This design comes from an exercise in tuning for small area and a short achievable clock period on the open sky130 flow, not from production work.
RTL that was checked went through simulation tests only; none was proved equivalent to the original.
Power is estimated from default activity; no workload was simulated.

==> run X: inputs <==
## rate_ctl
module rate_ctl (
    input  wire               clk,
    input  wire               rst,         
    input  wire [1:0]         rate_sel,    
    input  wire               minphase,    
    input  wire               in_valid,
    input  wire signed [17:0] in_data,
    output reg                out_valid,
    output reg  signed [17:0] out_data
);
clock: 20.0 ns
lec_check: 0
cap_margin: 20
core_margin: 2
core_utilization: 40
place_density: 0.6
slew_margin: 20
run.sh (not shown) runs the stock make flow with config.mk's settings and CLKGATE_MAP_FILE= SYNTH_SCRIPT=/design/flow/synth_recipe.tcl, a recipe that flattens the netlist after the stock synthesis.
==> inputs of run B, as changes to run X <==
- CTS_BUF_LIST: default -> sky130_fd_sc_hd__clkbuf_4 sky130_fd_sc_hd__clkbuf_8
==> inputs of run A, as changes to run X <==
- CTS_BUF_LIST: default -> sky130_fd_sc_hd__clkbuf_8
- CTS_CLUSTER_DIAMETER: default -> 60
- CTS_CLUSTER_SIZE: default -> 14
==> summary of the runs <==
The lowest total power belongs to run A, the highest to run B. Critical path depth: run B is lower than run X (12). Count of clock-buffer cells in the layout, highest first: run B, run X, run A. Register-to-register slack: run A is higher than run X (0.02 ns). Of run A and run X, run X has the higher clock power (gap about 32%, measured against run X). In run A the utilization is lower than in run X, by 1.1 points. Sequential share of layout area: run A > run X > run B. Final cell count, highest first: run B, run X, run A. In sequential power, run B and run A hardly differ. Setup slack, lowest first: run B, run A, run X.
==> figures <==
Switching Fraction: run A 40.1%; run X 37.9%; run B 37.9%
Clock insertion delay at the later pin of the skew report: run A 0.87 ns; run X 0.75 ns; run B 0.90 ns
Fraction of standard cell area in multi-input logic: run A 37.7%; run X 36.8%; run B 36.6%
Maximum vdd drop: run A 112 uV; run X 108 uV; run B 111 uV
Critical Path Sink: run A out_data[6]; run X S1[19]$_DFF_P_; run B out_data[6]
Met3 Track Usage GR: run A 4.68%; run X 5.42%; run B 5.38%
Design internal power: run A 0.00447 W; run X 0.00505 W; run B 0.00509 W
R2r setup slk: run A 14.15 ns; run X 14.13 ns; run B 14.17 ns
Area fraction of clock buffers and clock inverters: run A 3.32%; run X 5.66%; run B 6.10%
Worst path arrival time: run A 1.96 ns; run X 6.46 ns; run B 2.02 ns
Final area over synthesized area: run A 1.087x; run X 1.114x; run B 1.120x
Final non-filler cell total: run A 6182; run X 6202; run B 6320
Highest achievable clock rate: run A 168 MHz; run X 170 MHz; run B 166 MHz
Static leakage: run A 22.9 nW; run X 23.5 nW; run B 23.8 nW
Layout cells sized above 1: run A 6.82%; run X 7.24%; run B 9.97%
Run status: run A timing/DRC/antenna clean; run X timing/DRC/antenna clean; run B timing/DRC/antenna clean
Per-cell routed wire length: run A 28.7 um; run X 28.6 um; run B 28.3 um
Clock-pin transition on the worst setup and hold timing paths: run A 0.09 ns; run X 0.06 ns; run B 0.06 ns
Overall global routing resource usage: run A 25.2%; run X 25.2%; run B 25.5%
Final-layout fill cell count: run A 12.5k; run X 12.4k; run B 12.4k
Root buffer selected by CTS: run A sky130_fd_sc_hd__clkbuf_8; run X sky130_fd_sc_hd__clkbuf_16; run B sky130_fd_sc_hd__clkbuf_8

---

==> willow <==
rate_ctl, a different RTL version from the one above (not shown whole).
==> flow/config.mk <==
export PLATFORM = sky130hd
export DESIGN_NAME = rate_ctl
export DESIGN_NICKNAME = rate_ctl
export VERILOG_FILES = /design/flow/design.v
export SDC_FILE = /design/flow/constraint.sdc
export NUM_CORES = 4
export LEC_CHECK = 0
export ABC_CLOCK_PERIOD_IN_PS = 5000
export CAP_MARGIN = 20
export CORE_MARGIN = 2
export CORE_UTILIZATION = 70
export CTS_BUF_LIST = sky130_fd_sc_hd__clkbuf_8
export CTS_CLUSTER_DIAMETER = 60
export CTS_CLUSTER_SIZE = 14
export PLACE_DENSITY = 0.8
export SLEW_MARGIN = 20
export SYNTH_HIERARCHICAL = 1
==> flow/constraint.sdc <==
create_clock -name core_clock -period 20.0 [get_ports {clk}]
set_input_delay 4.0000 -clock core_clock [delete_from_list [all_inputs] [get_ports {clk}]]
set_output_delay 4.0000 -clock core_clock [all_outputs]
set_load 0.01 [all_outputs]
standard.sh (not shown) runs the stock make flow with config.mk's settings and CLKGATE_MAP_FILE= SYNTH_SCRIPT=/design/flow/synth_recipe.tcl, a recipe that flattens the netlist after the stock synthesis.
==> flow/flow/run.sh <==
#!/bin/bash
# Layout flow: the standard ORFS flow with these changes:
#  - the port buffers are buf_4 cells instead of the resizer's default pick;
#  - timing repair aims for a setup slack of SETUP_SLACK_MARGIN ns (flow/margin.txt),
#    well above 0, so the design is sized for the shortest period it can reach.
#    The clock and the constraints are the standard flow's, unchanged;
#  - clock tree options from flow/cts_args.txt, if present.
# The make output goes to standard.log in the work folder; each ORFS step
# writes its own log under orfs/logs.
set -euo pipefail
cd "$(dirname "$0")/.."
export BUFFER_PORTS_ARGS="-buffer_cell sky130_fd_sc_hd__buf_4"
export SETUP_SLACK_MARGIN=$(cat flow/margin.txt)
if [[ -f flow/cts_args.txt ]]; then
  export CTS_ARGS="$(cat flow/cts_args.txt)"
fi
bash standard.sh > standard.log 2>&1
==> flow/flow/margin.txt <==
14.8
==> inputs of harbor, as changes to willow <==
==> flow/flow/cts_args.txt (new file) <==
-sink_clustering_enable -repair_clock_nets -buf_list sky130_fd_sc_hd__clkbuf_8 -root_buf sky130_fd_sc_hd__clkbuf_16 -sink_clustering_size 14 -sink_clustering_max_diameter 60
==> flow/flow/margin.txt (replaced) <==
15.0
==> flow/config.mk (replaced) <==
export PLATFORM = sky130hd
export DESIGN_NAME = rate_ctl
export DESIGN_NICKNAME = rate_ctl
export VERILOG_FILES = /design/flow/design.v
export SDC_FILE = /design/flow/constraint.sdc
export NUM_CORES = 4
export LEC_CHECK = 0
export ABC_CLOCK_PERIOD_IN_PS = 5000
export CAP_MARGIN = 20
export CORE_MARGIN = 2
export CORE_UTILIZATION = 65
export CTS_BUF_LIST = sky130_fd_sc_hd__clkbuf_8
export CTS_CLUSTER_DIAMETER = 60
export CTS_CLUSTER_SIZE = 14
export PLACE_DENSITY = 0.75
export SLEW_MARGIN = 20
export SYNTH_HIERARCHICAL = 1
==> inputs of delta, as changes to willow <==
--- a/flow/design.v
+++ b/flow/design.v
@@ -1729,64 +1729,64 @@
     input  wire               rst,         
     input  wire [1:0]         rate_sel,    
     input  wire               minphase,    
     input  wire               in_valid,
     input  wire signed [17:0] in_data,
     output reg                out_valid,
     output reg  signed [17:0] out_data
 );
-    wire              acc = in_valid & ~rst;    
+    reg        [17:0] in_q;
+    reg               iv_q;       
     reg        [1:0]  rs;         
     reg               cfgh;
     reg        [2:0]  cfgc;
     wire              cfg = cfgh;
     always @(posedge clk) begin
+        in_q <= in_data;
+        iv_q <= in_valid & ~rst;
         if (rst) cfgh <= minphase;
         cfgc <= {cfgc[1:0], minphase};
         rs   <= rate_sel;
     end
     reg               vB;
     reg        [1:0]  tB;
     reg        [35:0] P0, P1;      
     wire       [18:0] q;           
     wire              tie;         
     hb_fin u_fin (.P0(P0), .P1(P1), .q(q), .tie(tie));
     wire       [18:0] r   = {q[18:1], q[0] & ~tie};    
     wire       [17:0] y   = (r[18] != r[17]) ? {r[18], {17{~r[18]}}} : r[17:0];
-    reg        [179:0] h1e;
+    reg        [161:0] h1e;
     reg        [89:0]  h1o;
     reg                par1;
-    reg        [3:0]   cnt1;
-    reg                j1;
-    wire               push1 = acc & (rs != 2'd0);
-    wire               new1  = push1 & ~par1;
-    wire               load1 = in_valid & (rs != 2'd0);
+    reg        [3:0]   cnt1;      
+    wire               push1 = iv_q & (rs != 2'd0);
+    wire               iss1  = push1 & ~par1;
+    wire               par1n = ~rst & (par1 ^ push1);
+    wire               iss1n = in_valid & ~rst & (rate_sel != 2'd0) & ~par1n;
     always @(posedge clk) begin
-        if (load1 & ~par1) h1e <= {h1e[161:0], in_data};
-        if (load1 &  par1) h1o <= {h1o[71:0], in_data};
+        if (push1 & ~par1) h1e <= {h1e[143:0], in_q};
+        if (push1 &  par1) h1o <= {h1o[71:0], in_q};
         if (rst) begin
             par1 <= 1'b0;
             cnt1 <= 4'd0;
-            j1   <= 1'b0;
         end else begin
             if (push1) par1 <= ~par1;
-            if (push1 & ~par1 & (cnt1 != 4'd10)) cnt1 <= cnt1 + 4'd1;
-            j1   <= new1;
+            if (iss1 & (cnt1 != 4'd9)) cnt1 <= cnt1 + 4'd1;
         end
     end
     wire               push2 = vB & (tB == 2'd1) & rs[1];
     wire               push3 = vB & (tB == 2'd2) & (rs == 2'd3);
     reg        [179:0] h2e, h3e;
     reg        [89:0]  h2o, h3o;
     reg                par2, par3;
     reg        [3:0]   cnt2, cnt3;
     reg                pend2, pend3;      
     reg                iss2, iss3;        
-    wire               iss1  = j1;
     wire               new2  = push2 & ~par2;
     wire               new3  = push3 & ~par3;
     wire               pend2n = (pend2 & ~iss2) | new2;
     wire               pend3n = (pend3 & ~iss3) | new3;
     always @(posedge clk) begin
         if (push2 & ~par2) h2e <= {h2e[161:0], y};
         if (push2 &  par2) h2o <= {h2o[71:0], y};
         if (push3 & ~par3) h3e <= {h3e[161:0], y};
@@ -1802,31 +1802,33 @@
             iss3  <= 1'b0;
         end else begin
             if (push2) par2 <= ~par2;
             if (push3) par3 <= ~par3;
             if (push2 & ~par2 & (cnt2 != 4'd10)) cnt2 <= cnt2 + 4'd1;
             if (push3 & ~par3 & (cnt3 != 4'd10)) cnt3 <= cnt3 + 4'd1;
             pend2 <= pend2n;
             pend3 <= pend3n;
-            iss2  <= pend2n & ~new1;
-            iss3  <= pend3n & ~new1 & ~pend2n;
+            iss2  <= pend2n & ~iss1n;
+            iss3  <= pend3n & ~iss1n & ~pend2n;
         end
     end
     wire [17:0] ve [0:9];
     wire [17:0] vo [0:4];
     genvar j;
     generate
-        for (j = 0; j < 10; j = j + 1) begin : g_e
-            assign ve[j] = ({18{iss1 & (cnt1 > j)}} & h1e[18*j +: 18])
+        assign ve[0] = ({18{iss1}} & in_q) | ({18{iss2}} & h2e[17:0])
+                     | ({18{iss3}} & h3e[17:0]);
+        for (j = 1; j < 10; j = j + 1) begin : g_e
+            assign ve[j] = ({18{iss1 & (cnt1 > j - 1)}} & h1e[18*(j-1) +: 18])
                          | ({18{iss2 & (cnt2 > j)}} & h2e[18*j +: 18])
                          | ({18{iss3 & (cnt3 > j)}} & h3e[18*j +: 18]);
         end
         for (j = 0; j < 5; j = j + 1) begin : g_o
-            assign vo[j] = ({18{iss1 & (cnt1 > j + 1)}} & h1o[18*j +: 18])
+            assign vo[j] = ({18{iss1 & (cnt1 > j)}} & h1o[18*j +: 18])
                          | ({18{iss2 & (cnt2 > j + 1)}} & h2o[18*j +: 18])
                          | ({18{iss3 & (cnt3 > j + 1)}} & h3o[18*j +: 18]);
         end
     endgenerate
     wire signed [19:0] a1 = cfg ? {vo[2], 2'b00} : {{2{ve[0][17]}}, ve[0]};
     wire signed [17:0] b1 = cfg ? 18'd0 : ve[9];
     wire signed [18:0] a2 = cfg ? {ve[3], 1'b0} : {ve[1][17], ve[1]};
     wire signed [17:0] b2 = cfg ? 18'd0 : ve[8];
@@ -1869,13 +1871,13 @@
         P1 <= T1;
         tB <= tA;
         if (rst) vB <= 1'b0;
         else     vB <= vA;
     end
     wire              res = vB & (tB == rs);
     always @(posedge clk) begin
         if (rst)              out_valid <= 1'b0;
-        else if (rs == 2'd0)  out_valid <= in_valid;
+        else if (rs == 2'd0)  out_valid <= iv_q;
         else                  out_valid <= res;
-        out_data <= (rs == 2'd0) ? in_data : y;
+        out_data <= (rs == 2'd0) ? in_q : y;
     end
 endmodule
==> flow/flow/cts_args.txt (new file) <==
-sink_clustering_enable -repair_clock_nets -buf_list sky130_fd_sc_hd__clkbuf_8 -root_buf sky130_fd_sc_hd__clkbuf_16 -sink_clustering_size 14 -sink_clustering_max_diameter 60
==> flow/flow/margin.txt (replaced) <==
14.88
==> flow/config.mk (replaced) <==
export PLATFORM = sky130hd
export DESIGN_NAME = rate_ctl
export DESIGN_NICKNAME = rate_ctl
export VERILOG_FILES = /design/flow/design.v
export SDC_FILE = /design/flow/constraint.sdc
export NUM_CORES = 4
export LEC_CHECK = 0
export ABC_CLOCK_PERIOD_IN_PS = 5000
export CAP_MARGIN = 20
export CORE_MARGIN = 2
export CORE_UTILIZATION = 65
export CTS_BUF_LIST = sky130_fd_sc_hd__clkbuf_8
export CTS_CLUSTER_DIAMETER = 60
export CTS_CLUSTER_SIZE = 14
export PLACE_DENSITY = 0.75
export SLEW_MARGIN = 20
export SYNTH_HIERARCHICAL = 1
==> qor summary <==
metric	willow	delta	harbor
Share of the final layout cell area in sequential cells	52.7%	52.5%	52.4%
Later-pin clock latency in the skew report	0.78 ns	0.65 ns	0.66 ns
Outcome	finished clean	finished clean	finished clean
Post-synthesis area per instance	14.6 um^2	14.6 um^2	14.6 um^2
Final Non-Filler Cells	4,617	4,696	4,682
Post-Syn Instances	3,609	3,579	3,609
Utilization after layout	74.3%	69.7%	69.1%
Sum of net half-perimeters after detailed placement	115,000 um	117,000 um	114,000 um
First-pass GRT wire length	225,000 um	228,000 um	223,000 um
Met1 usage	56.3%	55.4%	52.0%
Period minus WS final	5.24 ns	5.13 ns	5.12 ns
ClkCell Share	3.07%	3.33%	3.11%
Initial antenna violation count	20	12	13
Total Die Area	0.0777 mm^2	0.0825 mm^2	0.0836 mm^2
Number of CTS-inserted buffers	90	89	90
Number of clock buffers in the layout	95	93	92
Static leakage	20.9 nW	20.6 nW	20.9 nW
Via count of the first global-routing pass	33,300	32,600	32,500
Compound-Gate Fraction of Synth Area	9.86%	10.3%	9.86%
Chip Width	279 um	287 um	289 um
Layout filler cell count	4,319	5,324	5,373
Global routing usage on met3	10.8%	11.6%	12.3%
Slew HR	14.0%	15.3%	21.4%
Placed cell area	0.0535 mm^2	0.0531 mm^2	0.0535 mm^2
Mux contribution to synthesized area	2.52%	2.21%	2.52%
Seq. pwr	0.00287 W	0.00290 W	0.00287 W
The RTL of willow and harbor was laid out without a check of its function.

## separate check: timing with driven ports
Ports are ideal in the flow. The routed layouts listed here were re-timed in OpenROAD. Step 1 (the two cells are an assumption about what drives the block):
set clk [get_ports {clk}]
set_driving_cell -lib_cell sky130_fd_sc_hd__clkbuf_16 $clk
set_driving_cell -lib_cell sky130_fd_sc_hd__buf_2 [delete_from_list [all_inputs] $clk]
Step 2 times the ports against the registers' clock, not the clock port: input delays grow and output delays shrink by t, the midpoint of the rising clock arrivals with the driver on. Three values: ideal, step 1, step 2; two values: the first two.
| run | shift t [ns] | setup slack, ns | clock arrival spread, ns |
|---|---|---|---|
| run X | 0.802 | 14.134 / 14.077 / 14.134 | 0.046 / 0.045 |
| run B | 0.944 | 13.981 / 13.911 / 14.162 | 0.051 / 0.051 |
| run A | 0.914 | 14.042 / 13.972 / 14.149 | 0.064 / 0.064 |
| willow | 0.825 | 14.757 / 14.688 / 14.081 | 0.069 / 0.069 |
| harbor | 0.702 | 14.876 / 14.806 / 14.366 | 0.054 / 0.054 |
| delta | 0.693 | 14.873 / 14.803 / 14.998 | 0.052 / 0.052 |
After both steps setup and hold are still met in every run listed. For willow, which loses most, drivers alone change the setup slack by -0.069 ns; drivers and shift together by -0.676 ns.
